What follows belongs to an exercise in optimizing a design on an open flow for small area, a short achievable clock period and few clock cycles; a production flow would make more cautious choices. Function not checked in this run: the RTL went through the layout flow alone. No activity file was given, so power comes from the tool's default toggle rates.

**config.mk**
```make
export PLATFORM = sky130hd
export DESIGN_NAME = frer_rec
export DESIGN_NICKNAME = frer_rec
export VERILOG_FILES = /design/flow/design.v
export SDC_FILE = /design/flow/constraint.sdc
export NUM_CORES = 4
export LEC_CHECK = 0
export CAP_MARGIN = 20
export CORE_MARGIN = 2
export CORE_UTILIZATION = 40
export SLEW_MARGIN = 20
```
**run.sh**
```bash
#!/bin/bash
# synth_recipe.tcl (not shown) runs the flow's synth.tcl, then flattens the netlist and writes it again
# the make line also repeats each setting of config.mk as NAME=value (left out here)
make -C /OpenROAD-flow-scripts/flow DESIGN_CONFIG=/design/flow/config.mk WORK_HOME=/design/flow/orfs CLKGATE_MAP_FILE= SYNTH_SCRIPT=/design/flow/synth_recipe.tcl finish
```
**constraint.sdc**
```tcl
create_clock -name core_clock -period 15.0 [get_ports {clk}]
set_input_delay 3.0000 -clock core_clock [delete_from_list [all_inputs] [get_ports {clk}]]
set_output_delay 3.0000 -clock core_clock [all_outputs]
set_load 0.01 [all_outputs]
```
**design.v**
```verilog
module frer_rec (
    input             clk,
    input             rst,
    input             in_valid,
    output reg        in_ready,
    input      [2:0]  in_op,
    input      [1:0]  in_flow,
    input             in_tagged,
    input      [15:0] in_seq,
    input      [31:0] in_now,
    input      [3:0]  in_addr,
    input      [31:0] in_data,
    output reg        out_valid,
    input             out_ready,
    output reg        out_pass,
    output reg [31:0] out_data
);
    localparam OP_FRAME  = 3'd0;
    localparam OP_SWEEP  = 3'd1;
    localparam OP_RRESET = 3'd2;
    localparam OP_PWRITE = 3'd3;
    localparam OP_READ   = 3'd4;
    localparam [2:0] V_PASS    = 3'd0;
    localparam [2:0] V_DUP     = 3'd1;
    localparam [2:0] V_ROGUE   = 3'd2;
    localparam [2:0] V_TL_PASS = 3'd3;
    localparam [2:0] V_TL_DROP = 3'd4;
    localparam [2:0] V_NO_FLOW = 3'd5;
    wire accept = in_valid && in_ready;
    reg        v1;
    reg [2:0]  op1;
    reg [1:0]  fl1;
    reg        tag1;
    reg [15:0] seq1;
    reg [31:0] now1;
    reg [3:0]  addr1;
    always @(posedge clk) begin
        v1    <= accept && !rst;
        op1   <= in_op;
        fl1   <= in_flow;
        tag1  <= in_tagged;
        seq1  <= in_seq;
        now1  <= in_now;
        addr1 <= in_addr;
    end
    reg [6:0]  sg_hlen;
    reg        sg_hlen_ok;
    reg        sg_alg, sg_tns, sg_len;
    reg [15:0] sg_rms;
    reg [15:0] sg_lediff;
    reg [2:0]  sg_paths;
    reg [15:0] sg_leper;
    reg [7:0]  sg_lerst;
    wire pw = accept && in_op == OP_PWRITE;
    always @(posedge clk) begin
        if (rst || (pw && in_addr[1:0] == 2'd0)) begin
            sg_hlen    <= rst ? 7'd0 : in_data[6:0];
            sg_hlen_ok <= !rst && in_data[10:0] >= 11'd2 && in_data[10:0] <= 11'd64;
            sg_alg     <= !rst && in_data[11];
            sg_tns     <= !rst && in_data[13];
            sg_len     <= !rst && in_data[14];
            sg_rms     <= rst ? 16'd0 : in_data[31:16];
        end
        if (rst || (pw && in_addr[1:0] == 2'd1)) begin
            sg_lediff  <= rst ? 16'd0 : in_data[15:0];
            sg_paths   <= rst ? 3'd0 : in_data[18:16];
        end
        if (rst || (pw && in_addr[1:0] == 2'd2)) begin
            sg_leper   <= rst ? 16'd0 : in_data[15:0];
            sg_lerst   <= rst ? 8'd0 : in_data[23:16];
        end
    end
    wire commit_ok = sg_hlen_ok && sg_rms != 16'd0 &&
                     (!sg_len || (sg_paths != 3'd0 && sg_leper != 16'd0 && sg_lerst != 8'd0));
    reg        p_valid   [0:3];
    reg [6:0]  p_hlen    [0:3];
    reg        p_alg     [0:3];
    reg        p_tns     [0:3];
    reg        p_len     [0:3];
    reg [15:0] p_rms     [0:3];
    reg [15:0] p_lediff  [0:3];
    reg [2:0]  p_paths   [0:3];
    reg [15:0] p_leper   [0:3];
    reg [7:0]  p_lerst   [0:3];
    reg        s_take    [0:3];
    reg [15:0] s_rcv     [0:3];
    reg [63:0] s_hist    [0:3];
    reg [31:0] s_pass_us [0:3];
    reg [31:0] s_le_acc  [0:3];
    reg [31:0] s_le_t_us [0:3];
    reg [7:0]  s_le_tests[0:3];
    reg        s_latent  [0:3];
    wire        f_valid   = p_valid[fl1];
    wire [6:0]  f_hlen    = p_hlen[fl1];
    wire        f_alg     = p_alg[fl1];
    wire        f_tns     = p_tns[fl1];
    wire        f_len     = p_len[fl1];
    wire [15:0] f_rms     = p_rms[fl1];
    wire [15:0] f_lediff  = p_lediff[fl1];
    wire [2:0]  f_paths   = p_paths[fl1];
    wire [15:0] f_leper   = p_leper[fl1];
    wire [7:0]  f_lerst   = p_lerst[fl1];
    wire        f_take    = s_take[fl1];
    wire [15:0] f_rcv     = s_rcv[fl1];
    wire [63:0] f_hist    = s_hist[fl1];
    wire [31:0] f_pass_us = s_pass_us[fl1];
    wire [31:0] f_le_acc  = s_le_acc[fl1];
    wire [31:0] f_le_t_us = s_le_t_us[fl1];
    wire [7:0]  f_le_tests= s_le_tests[fl1];
    wire        f_latent  = s_latent[fl1];
    wire is_frame  = op1 == OP_FRAME;
    wire is_sweep  = op1 == OP_SWEEP;
    wire is_rreset = op1 == OP_RRESET;
    wire is_pwrite = op1 == OP_PWRITE;
    wire is_read   = op1 == OP_READ;
    wire do_commit = is_pwrite && addr1[1:0] == 2'd3 && commit_ok;
    wire do_rreset = is_rreset && f_valid;
    wire tframe    = is_frame && tag1 && f_valid;         
    wire uframe    = is_frame && !tag1 && f_valid;        
    wire do_steps  = tframe || (is_sweep && f_valid);     
    wire [25:0] reset_lim = {f_rms, 10'd0} - {6'd0, f_rms, 4'd0} - {7'd0, f_rms, 3'd0};
    wire [31:0] since_pass = now1 - f_pass_us;
    wire [31:0] pass_over  = since_pass - {6'd0, reset_lim} - 32'd1;
    wire        timed_out  = !f_take && !since_pass[31] && !pass_over[31];
    wire [25:0] le_lim     = {f_leper, 10'd0} - {6'd0, f_leper, 4'd0} - {7'd0, f_leper, 3'd0};
    wire [31:0] since_test = now1 - f_le_t_us;
    wire [31:0] test_over  = since_test - {6'd0, le_lim};
    wire        test_due   = f_len && !since_test[31] && !test_over[31];
    wire [31:0] acc_plus   = f_le_acc + {16'd0, f_lediff};
    wire        acc_over   = f_le_acc[31] ? acc_plus[31] : (f_le_acc > {16'd0, f_lediff});
    wire [7:0]  tests_inc  = f_le_tests + 8'd1;
    wire        le_wrap    = tests_inc == f_lerst;
    wire        take0      = f_take || timed_out;
    wire [15:0] delta  = seq1 - f_rcv;
    wire [15:0] ndelta = f_rcv - seq1;
    wire        d_zero = delta == 16'd0;
    wire        d_le0  = delta[15] || d_zero;
    wire        rogue  = delta[15] ? (ndelta >= {9'd0, f_hlen}) : (delta >= {9'd0, f_hlen});
    wire [63:0] win_mask;
    genvar gj;
    generate
        for (gj = 0; gj < 64; gj = gj + 1) begin : g_win
            assign win_mask[gj] = gj < f_hlen;
        end
    endgenerate
    wire        hbit   = f_hist[ndelta[5:0]];
    wire        v_dup  = d_le0 && hbit;
    wire [63:0] h_set  = f_hist | (64'd1 << ndelta[5:0]);
    wire [63:0] h_shift = ((f_hist << delta[5:0]) & win_mask) | 64'd1;
    wire [63:0] h_leave = ~f_hist & win_mask & ~(win_mask >> delta[5:0]);
    wire        f_pass  = take0 || (f_alg ? !d_zero : (!rogue && !v_dup));
    wire        f_dup   = !take0 && (f_alg ? d_zero : (!rogue && v_dup));
    wire        f_rogue = !take0 && !f_alg && rogue;
    wire        f_adv   = take0 || f_alg || !d_le0;       
    wire        f_ooo   = !take0 && (f_alg ? (!d_zero && delta != 16'd1)
                                           : (!rogue && (d_le0 ? !v_dup : delta != 16'd1)));
    wire        f_lost  = !take0 && !f_alg && !rogue && !d_le0;
    reg        n_take;
    reg [15:0] n_rcv;
    reg [63:0] n_hist;
    reg [31:0] n_pass_us;
    reg [31:0] n_le_acc;
    reg [31:0] n_le_t_us;
    reg [7:0]  n_le_tests;
    reg        n_latent;
    reg [31:0] acc1;
    reg [32:0] acc_sum;
    always @* begin
        n_take     = f_take;
        n_rcv      = f_rcv;
        n_hist     = f_hist;
        n_pass_us  = f_pass_us;
        n_le_acc   = f_le_acc;
        n_le_t_us  = f_le_t_us;
        n_le_tests = f_le_tests;
        n_latent   = f_latent;
        acc1 = f_le_acc;
        if (do_steps && test_due) begin
            if (acc_over)
                n_latent = 1'b1;
            n_le_t_us  = now1;
            n_le_tests = tests_inc;
            if (le_wrap) begin
                acc1       = 32'd0;
                n_latent   = 1'b0;
                n_le_tests = 8'd0;
            end
        end
        n_le_acc = acc1;
        acc_sum  = {acc1[31], acc1} + (f_pass ? {30'd0, f_paths} : {33{1'b1}});
        if (tframe && f_len && !f_rogue) begin
            if (!acc_sum[32] && acc_sum[31])
                n_le_acc = 32'h7FFF_FFFF;
            else if (acc_sum[32] && (!acc_sum[31] || acc_sum[30:0] == 31'd0))
                n_le_acc = 32'h8000_0001;
            else
                n_le_acc = acc_sum[31:0];
        end
        if (do_rreset || (do_steps && timed_out)) begin
            n_take = 1'b1;
            n_hist = 64'd0;
        end
        if (tframe) begin
            n_take = 1'b0;
            if (take0) begin
                if (!f_alg)
                    n_hist = win_mask;
            end else if (!f_alg && !rogue) begin
                if (d_le0) begin
                    if (!v_dup) n_hist = h_set;
                end else begin
                    n_hist = h_shift;
                end
            end
            if (f_pass) n_pass_us = now1;
            if (f_pass && f_adv) n_rcv = seq1;
        end
        if (do_commit) begin
            n_take     = 1'b1;
            n_rcv      = 16'd0;
            n_hist     = 64'd0;
            n_pass_us  = 32'd0;
            n_le_acc   = 32'd0;
            n_le_t_us  = now1;
            n_le_tests = 8'd0;
            n_latent   = 1'b0;
        end
    end
    wire       flag_r = do_steps && timed_out;
    wire       flag_l = do_steps && test_due && acc_over;
    reg  [2:0] verdict;
    always @* begin
        if (!f_valid)      verdict = V_NO_FLOW;
        else if (!tag1)    verdict = f_tns ? V_TL_PASS : V_TL_DROP;
        else if (f_rogue)  verdict = V_ROGUE;
        else if (f_dup)    verdict = V_DUP;
        else               verdict = V_PASS;
    end
    reg [31:0] rd_state;
    always @* begin
        case (addr1[2:0])
            3'd1:    rd_state = {f_valid, f_take, f_latent, 13'd0, f_rcv};
            3'd2:    rd_state = f_le_acc;
            3'd3:    rd_state = f_pass_us;
            3'd4:    rd_state = f_le_t_us;
            3'd5:    rd_state = {24'd0, f_le_tests};
            3'd6:    rd_state = f_hist[31:0];
            3'd7:    rd_state = f_hist[63:32];
            default: rd_state = 32'd0;
        endcase
    end
    reg [31:0] res2;
    always @* begin
        case (op1)
            OP_FRAME:  res2 = {27'd0, flag_l, flag_r, verdict};
            OP_SWEEP:  res2 = {27'd0, flag_l, flag_r, 3'd0};
            OP_PWRITE: res2 = {31'd0, do_commit};
            OP_READ:   res2 = rd_state;
            default:   res2 = 32'd0;
        endcase
    end
    integer i;
    always @(posedge clk) begin
        for (i = 0; i < 4; i = i + 1) begin
            if (rst || (v1 && fl1 == i)) begin
                s_take[i]     <= !rst && n_take;
                s_rcv[i]      <= rst ? 16'd0 : n_rcv;
                s_hist[i]     <= rst ? 64'd0 : n_hist;
                s_pass_us[i]  <= rst ? 32'd0 : n_pass_us;
                s_le_acc[i]   <= rst ? 32'd0 : n_le_acc;
                s_le_t_us[i]  <= rst ? 32'd0 : n_le_t_us;
                s_le_tests[i] <= rst ? 8'd0 : n_le_tests;
                s_latent[i]   <= !rst && n_latent;
            end
            if (rst || (v1 && fl1 == i && do_commit)) begin
                p_valid[i]  <= !rst;
                p_hlen[i]   <= rst ? 7'd0 : sg_hlen;
                p_alg[i]    <= !rst && sg_alg;
                p_tns[i]    <= !rst && sg_tns;
                p_len[i]    <= !rst && sg_len;
                p_rms[i]    <= rst ? 16'd0 : sg_rms;
                p_lediff[i] <= rst ? 16'd0 : sg_lediff;
                p_paths[i]  <= rst ? 3'd0 : sg_paths;
                p_leper[i]  <= rst ? 16'd0 : sg_leper;
                p_lerst[i]  <= rst ? 8'd0 : sg_lerst;
            end
        end
    end
    reg        v3;
    reg [1:0]  fl3;
    reg        cread3;        
    reg [3:0]  addr3;
    reg        pass3;
    reg [31:0] data3;
    reg        clr3;
    reg [7:0]  inc3;          
    reg        lost3;
    reg [63:0] leave3;
    always @(posedge clk) begin
        v3     <= v1 && !rst;
        fl3    <= fl1;
        cread3 <= is_read && addr1 <= 4'd8;
        addr3  <= addr1;
        pass3  <= (tframe && f_pass) || (uframe && f_tns);
        data3  <= res2;
        clr3   <= do_commit;
        inc3   <= {(tframe && f_pass) || (uframe && f_tns),
                   tframe && f_dup,
                   tframe && f_ooo,
                   tframe && f_rogue,
                   uframe,
                   do_rreset || (do_steps && timed_out),
                   do_steps && test_due && acc_over,
                   do_steps && test_due && le_wrap};
        lost3  <= tframe && f_lost;
        leave3 <= h_leave;
    end
    reg [31:0] c_passed  [0:3];
    reg [31:0] c_disc    [0:3];
    reg [31:0] c_ooo     [0:3];
    reg [31:0] c_rogue   [0:3];
    reg [31:0] c_lost    [0:3];
    reg [31:0] c_tagless [0:3];
    reg [31:0] c_resets  [0:3];
    reg [31:0] c_lat_err [0:3];
    reg [31:0] c_lat_rst [0:3];
    wire [31:0] cf_passed  = c_passed[fl3];
    wire [31:0] cf_disc    = c_disc[fl3];
    wire [31:0] cf_ooo     = c_ooo[fl3];
    wire [31:0] cf_rogue   = c_rogue[fl3];
    wire [31:0] cf_lost    = c_lost[fl3];
    wire [31:0] cf_tagless = c_tagless[fl3];
    wire [31:0] cf_resets  = c_resets[fl3];
    wire [31:0] cf_lat_err = c_lat_err[fl3];
    wire [31:0] cf_lat_rst = c_lat_rst[fl3];
    reg [6:0] leave_cnt;
    integer k;
    always @* begin
        leave_cnt = 7'd0;
        for (k = 0; k < 64; k = k + 1)
            leave_cnt = leave_cnt + {6'd0, leave3[k]};
    end
    wire        c_clr = rst || clr3;
    wire [31:0] nc_passed  = c_clr ? 32'd0 : cf_passed  + {31'd0, inc3[7]};
    wire [31:0] nc_disc    = c_clr ? 32'd0 : cf_disc    + {31'd0, inc3[6]};
    wire [31:0] nc_ooo     = c_clr ? 32'd0 : cf_ooo     + {31'd0, inc3[5]};
    wire [31:0] nc_rogue   = c_clr ? 32'd0 : cf_rogue   + {31'd0, inc3[4]};
    wire [31:0] nc_tagless = c_clr ? 32'd0 : cf_tagless + {31'd0, inc3[3]};
    wire [31:0] nc_resets  = c_clr ? 32'd0 : cf_resets  + {31'd0, inc3[2]};
    wire [31:0] nc_lat_err = c_clr ? 32'd0 : cf_lat_err + {31'd0, inc3[1]};
    wire [31:0] nc_lat_rst = c_clr ? 32'd0 : cf_lat_rst + {31'd0, inc3[0]};
    wire [31:0] nc_lost    = c_clr ? 32'd0 : cf_lost    + (lost3 ? {25'd0, leave_cnt} : 32'd0);
    integer j;
    always @(posedge clk) begin
        for (j = 0; j < 4; j = j + 1) begin
            if (rst || (v3 && fl3 == j)) begin
                c_passed[j]  <= nc_passed;
                c_disc[j]    <= nc_disc;
                c_ooo[j]     <= nc_ooo;
                c_rogue[j]   <= nc_rogue;
                c_lost[j]    <= nc_lost;
                c_tagless[j] <= nc_tagless;
                c_resets[j]  <= nc_resets;
                c_lat_err[j] <= nc_lat_err;
                c_lat_rst[j] <= nc_lat_rst;
            end
        end
    end
    reg [31:0] rd_cnt;
    always @* begin
        case (addr3)
            4'd0:    rd_cnt = cf_passed;
            4'd1:    rd_cnt = cf_disc;
            4'd2:    rd_cnt = cf_ooo;
            4'd3:    rd_cnt = cf_rogue;
            4'd4:    rd_cnt = cf_lost;
            4'd5:    rd_cnt = cf_tagless;
            4'd6:    rd_cnt = cf_resets;
            4'd7:    rd_cnt = cf_lat_err;
            default: rd_cnt = cf_lat_rst;
        endcase
    end
    wire [31:0] res3 = cread3 ? rd_cnt : data3;
    reg [32:0] q0, q1, q2;
    reg [1:0]  q_rd, q_wr;
    reg [1:0]  q_n;
    reg [2:0]  tok;                   
    wire deliver  = out_valid && out_ready;
    wire out_free = !out_valid || out_ready;
    wire q_empty  = q_n == 2'd0;
    wire q_pop    = out_free && !q_empty;
    wire q_push   = v3 && !(out_free && q_empty);
    wire [32:0] q_head = (q_rd == 2'd0) ? q0 : (q_rd == 2'd1) ? q1 : q2;
    wire [2:0] tok_n = tok + {2'd0, accept} - {2'd0, deliver};
    always @(posedge clk) begin
        if (rst) begin
            out_valid <= 1'b0;
            q_rd      <= 2'd0;
            q_wr      <= 2'd0;
            q_n       <= 2'd0;
            tok       <= 3'd0;
            in_ready  <= 1'b1;
        end else begin
            tok      <= tok_n;
            in_ready <= tok_n < 3'd4;
            if (out_free) begin
                if (!q_empty) begin
                    out_valid <= 1'b1;
                    {out_pass, out_data} <= q_head;
                end else if (v3) begin
                    out_valid <= 1'b1;
                    {out_pass, out_data} <= {pass3, res3};
                end else begin
                    out_valid <= 1'b0;
                end
            end
            if (q_push) begin
                q_wr <= (q_wr == 2'd2) ? 2'd0 : q_wr + 2'd1;
            end
            if (q_pop) begin
                q_rd <= (q_rd == 2'd2) ? 2'd0 : q_rd + 2'd1;
            end
            q_n <= q_n + {1'b0, q_push} - {1'b0, q_pop};
        end
        if (q_push && q_wr == 2'd0) q0 <= {pass3, res3};
        if (q_push && q_wr == 2'd1) q1 <= {pass3, res3};
        if (q_push && q_wr == 2'd2) q2 <= {pass3, res3};
    end
endmodule
```
==> metrics.cfg <==
[status]
outcome = timing/DRC/antenna clean

[global_routing]
grt_first_pass_wirelength_um = 660600
grt_max_degree = 174
grt_pass1_vias = 87830
grtUsageTotal = 0.2757
overflow = 0
antenna_found_initial = 28

[min_path]
min_path_type = reg2reg
min_from = q_rd[1]$_SDFFE_PP0P_

[timing]
fmax_mhz = 79.88
report.final.hold_viol_count = 0
setup_viol = 0
slew_violations = 0
worst_slew_pin_slew_ns = 1.328
fin_ws_ns = 2.481
rsz0062_at_grt = no
period_share = 0.8346
worst_hold_slack_ns = 0.4774
fin_crit_ns = 12.52
setup_tns_ns = 0
finClkSkew_ns = 0.04816
slew_headroom = 0.1144

[power_and_ir_drop]
power.leakage_nw = 51.75
cellPowerDensity_mw_per_mm2 = 187.1
ir_drop_mv = 1.178
finalPower_mw = 27.47

[placement]
hpwl_um = 330000
dpl.cell_count = 13940
portBuffers = 128
dp_slack_ns = 2.392
place_congestion = 1.016
place_area_mm2 = 0.1372

[clock_network]
insertion_delay_ns = 0.92
cts_setup_buffers = 0
cts_resized = 0
clkTransAtPathRegs_ns = 0.06
tritoncts = yes
cts_max_level = 5
clock-root-buffer = clkbuf_16
ctsLongestPathBuffers = 4
clock-sinks = 2562
cts_buffers = 287
holdBufCountCts = 0

[critical_path]
worst-path-buf-inv = 3
crit_slowest_cell = dfxtp_4
end_kind = flop
path_common_cell = ha_1
worst-path-max-fanout = 41
critical-path-max-stage-delay_ns = 0.88
required_ns = 15.62
path_class = reg2reg
path_delay_family = compound AO/OA/AOI/OAI gates
crit_arrival_ns = 13.14
reg2reg_from = fl1[1]$_DFF_P_
critPathLaunchType = flop
crit_start = fl1[1]$_DFF_P_

[synthesis]
synth_area_mm2 = 0.1309
ys_seq_area_frac = 0.5736
yosys_warnings = 28
syn_inst = 9819
async_reset_ff_frac = 0
synth_ff_type = edfxtp_1
synth_edf_count = 2378
syn_nets = 10300
ys_ff_latch = 2562
syn_avg_cell_area_um2 = 13.33
yosysUniqueCellTypes = 111

[route]
totalWireLength_um = 469200
num_vias = 90630
drc = 0
viasPerCell = 6.261
dr.pass1.iters = 8
first_iter_violations = 11020
wire_per_inst_um = 32.42
ant_nets = 0

[layout]
fin_nets = 10360
fin_cells = 14470
drive_above_1_share = 0.1506
area.growth.synth_to_final_pct = 12.16
design_area_mm2 = 0.1468
final_core_util = 0.4499
multi_input_area_mm2 = 0.05231
fillers = 29160
seqCellArea_mm2 = 0.07512

[floorplan]
fp.dieH_um = 576.1
core_mm2 = 0.3263
placementRows = 210
die_x_um = 576.1
io_pins = 129
initial_core_util = 0.4011
dieArea_mm2 = 0.3319

[run]
max_cap_viol_count = 0

-- worst register-to-register path: cells and delay by family, from the launching register on --
family / cells / cell delay [ns]
DFF: 1 / 0.88
muxes: 1 / 0.70
and+or+nand+nor: 9 / 2.90
adders and majority gates: 4 / 1.22
xor gates and xnor gates: 2 / 0.62
buffers and inverters: 3 / 1.38
AOI/OAI and AO/OA: 20 / 4.54
-- power breakdown --
group,leakage [nW],internal (mW),switching [mW],total [mW]
sequential,25.7,8.64,0.247,8.88
clock,4.65,4.22,2.94,7.15
combinational,21.4,4.50,6.93,11.4
total,51.8,17.4,10.1,27.5
-- state kept, by name, summed over array words and instances (netlist names), 33 cells and up --
register	count
c_lat_rst	128
s_pass_us	128
c_lost	128
s_rcv	64
s_le_t_us	128
q1	33
c_passed	128
s_le_acc	128
s_hist	256
c_resets	128
q0	33
c_ooo	128
c_tagless	128
q2	33
leave3	64
c_disc	128
p_lediff	64
p_rms	64
p_leper	64
c_lat_err	128
c_rogue	128
-- cell type report --
class	count	area share
timing repair buffer	354	0.02133
clock inverter	157	0.01266
sequential	2562	0.5116
multi-input combinational	6338	0.3563
tap	4346	0.03703
inverter	336	0.008590
antenna	22	0.0003749
clock buffer	359	0.05215
-- kinds of logic after synthesis --
family / Yosys count / synth area share
AOI/OAI and AO/OA: 2161 / 0.1080
xor gates and xnor gates: 365 / 0.02442
adders and majority gates: 387 / 0.04085
buffers and inverters: 919 / 0.02994
DFF: 2562 / 0.5736
muxes: 911 / 0.1312
and+or+nand+nor: 2514 / 0.09187
-- placed cells by master, fill, tap and decap left out, types with 63 or more instances in the layout --
master	count
and3_1	107
a211oi_1	121
clkbuf_16	291
xor2_1	209
nand3_1	256
buf_4	210
and2_1	133
nor3_1	110
nor2b_1	153
fa_1	67
o21ai_0	405
mux2_2	63
edfxtp_1	2378
a22oi_1	119
a31oi_1	106
mux4_2	638
ha_1	316
a221oi_1	65
a21o_1	76
xnor2_1	155
inv_1	326
dfxtp_1	173
nor2_1	751
clkdlybuf4s50_1	127
or3_1	91
nand2_1	621
mux2i_1	207
o211ai_1	77
a21oi_1	600
a22o_1	72
-- synthesized netlist by cell type (50+ instances only) --
cell	count	area share
xor2_1	210	0.014
nor2_1	759	0.022
a221oi_1	65	0.0043
nand4_1	56	0.0027
a22o_1	72	0.0048
nor2b_1	155	0.0074
nor3_1	116	0.0044
a211oi_1	121	0.0069
mux4_2	638	0.11
nand3_1	258	0.0099
ha_1	317	0.030
and2_1	136	0.0065
buf_2	129	0.0049
and3_1	107	0.0051
xnor2_1	155	0.010
clkbuf_1	348	0.010
or3_1	91	0.0043
nor4_1	50	0.0024
fa_1	68	0.010
edfxtp_1	2378	0.55
o211ai_1	77	0.0044
dfxtp_1	184	0.028
mux2i_1	210	0.016
nand2_1	623	0.018
a31oi_1	107	0.0051
a22oi_1	119	0.0068
o21ai_0	420	0.016
inv_1	331	0.0095
a21oi_1	603	0.023
o21a_1	56	0.0032
a21o_1	78	0.0045
mux2_2	63	0.0054
-- routing by layer --
layer | part of all wire | track usage | up-vias | wire, µm
met4 | 0.059 | 0.1381 | 12 | 27540
li1 | - | - | 38400 | -
met5 | 0.00017 | 0 | - | 78
met3 | 0.087 | 0.05753 | 1004 | 40680
met1 | 0.40 | 0.3668 | 46480 | 187800
met2 | 0.45 | 0.4289 | 4729 | 213200
-- final timing paths --
kind,slack (ns),to,cells after the start
worst min-delay path,0.48,q_rd[1]$_SDFFE_PP0P_,2
worst max register to register,2.48,s_le_acc[0][14]$_DFFE_PP_,39
worst min register to register,0.48,q_rd[1]$_SDFFE_PP0P_,2
worst max-delay path,2.48,s_le_acc[0][14]$_DFFE_PP_,39

port drivers added, routing unchanged:
Ports are ideal in the flow. The routed layout listed here was re-timed in OpenROAD.
Step 1 assumes that a clkbuf_16 drives the clock port and a buf_2 every other input.
Step 2 adds t to the input delays and takes it off the output delays; t is the mean of the earliest and latest rising clock arrival at the registers after step 1. Input paths then give back, and output paths get back, about the clock's delay inside the block.
Three values: ideal, step 1, step 2; two values: the first two.
t, ns: 1.000
setup slack, ns: 2.481 / 2.481 / 2.481
hold slack, ns: 0.477 / 0.477 / 0.477
worst setup path after step 2: register to register
worst data-port slew with drivers (ns): 0.15
After both steps this run still meets setup and hold. For this run, drivers alone change the setup slack by 0.000 ns; drivers and shift together by 0.000 ns.
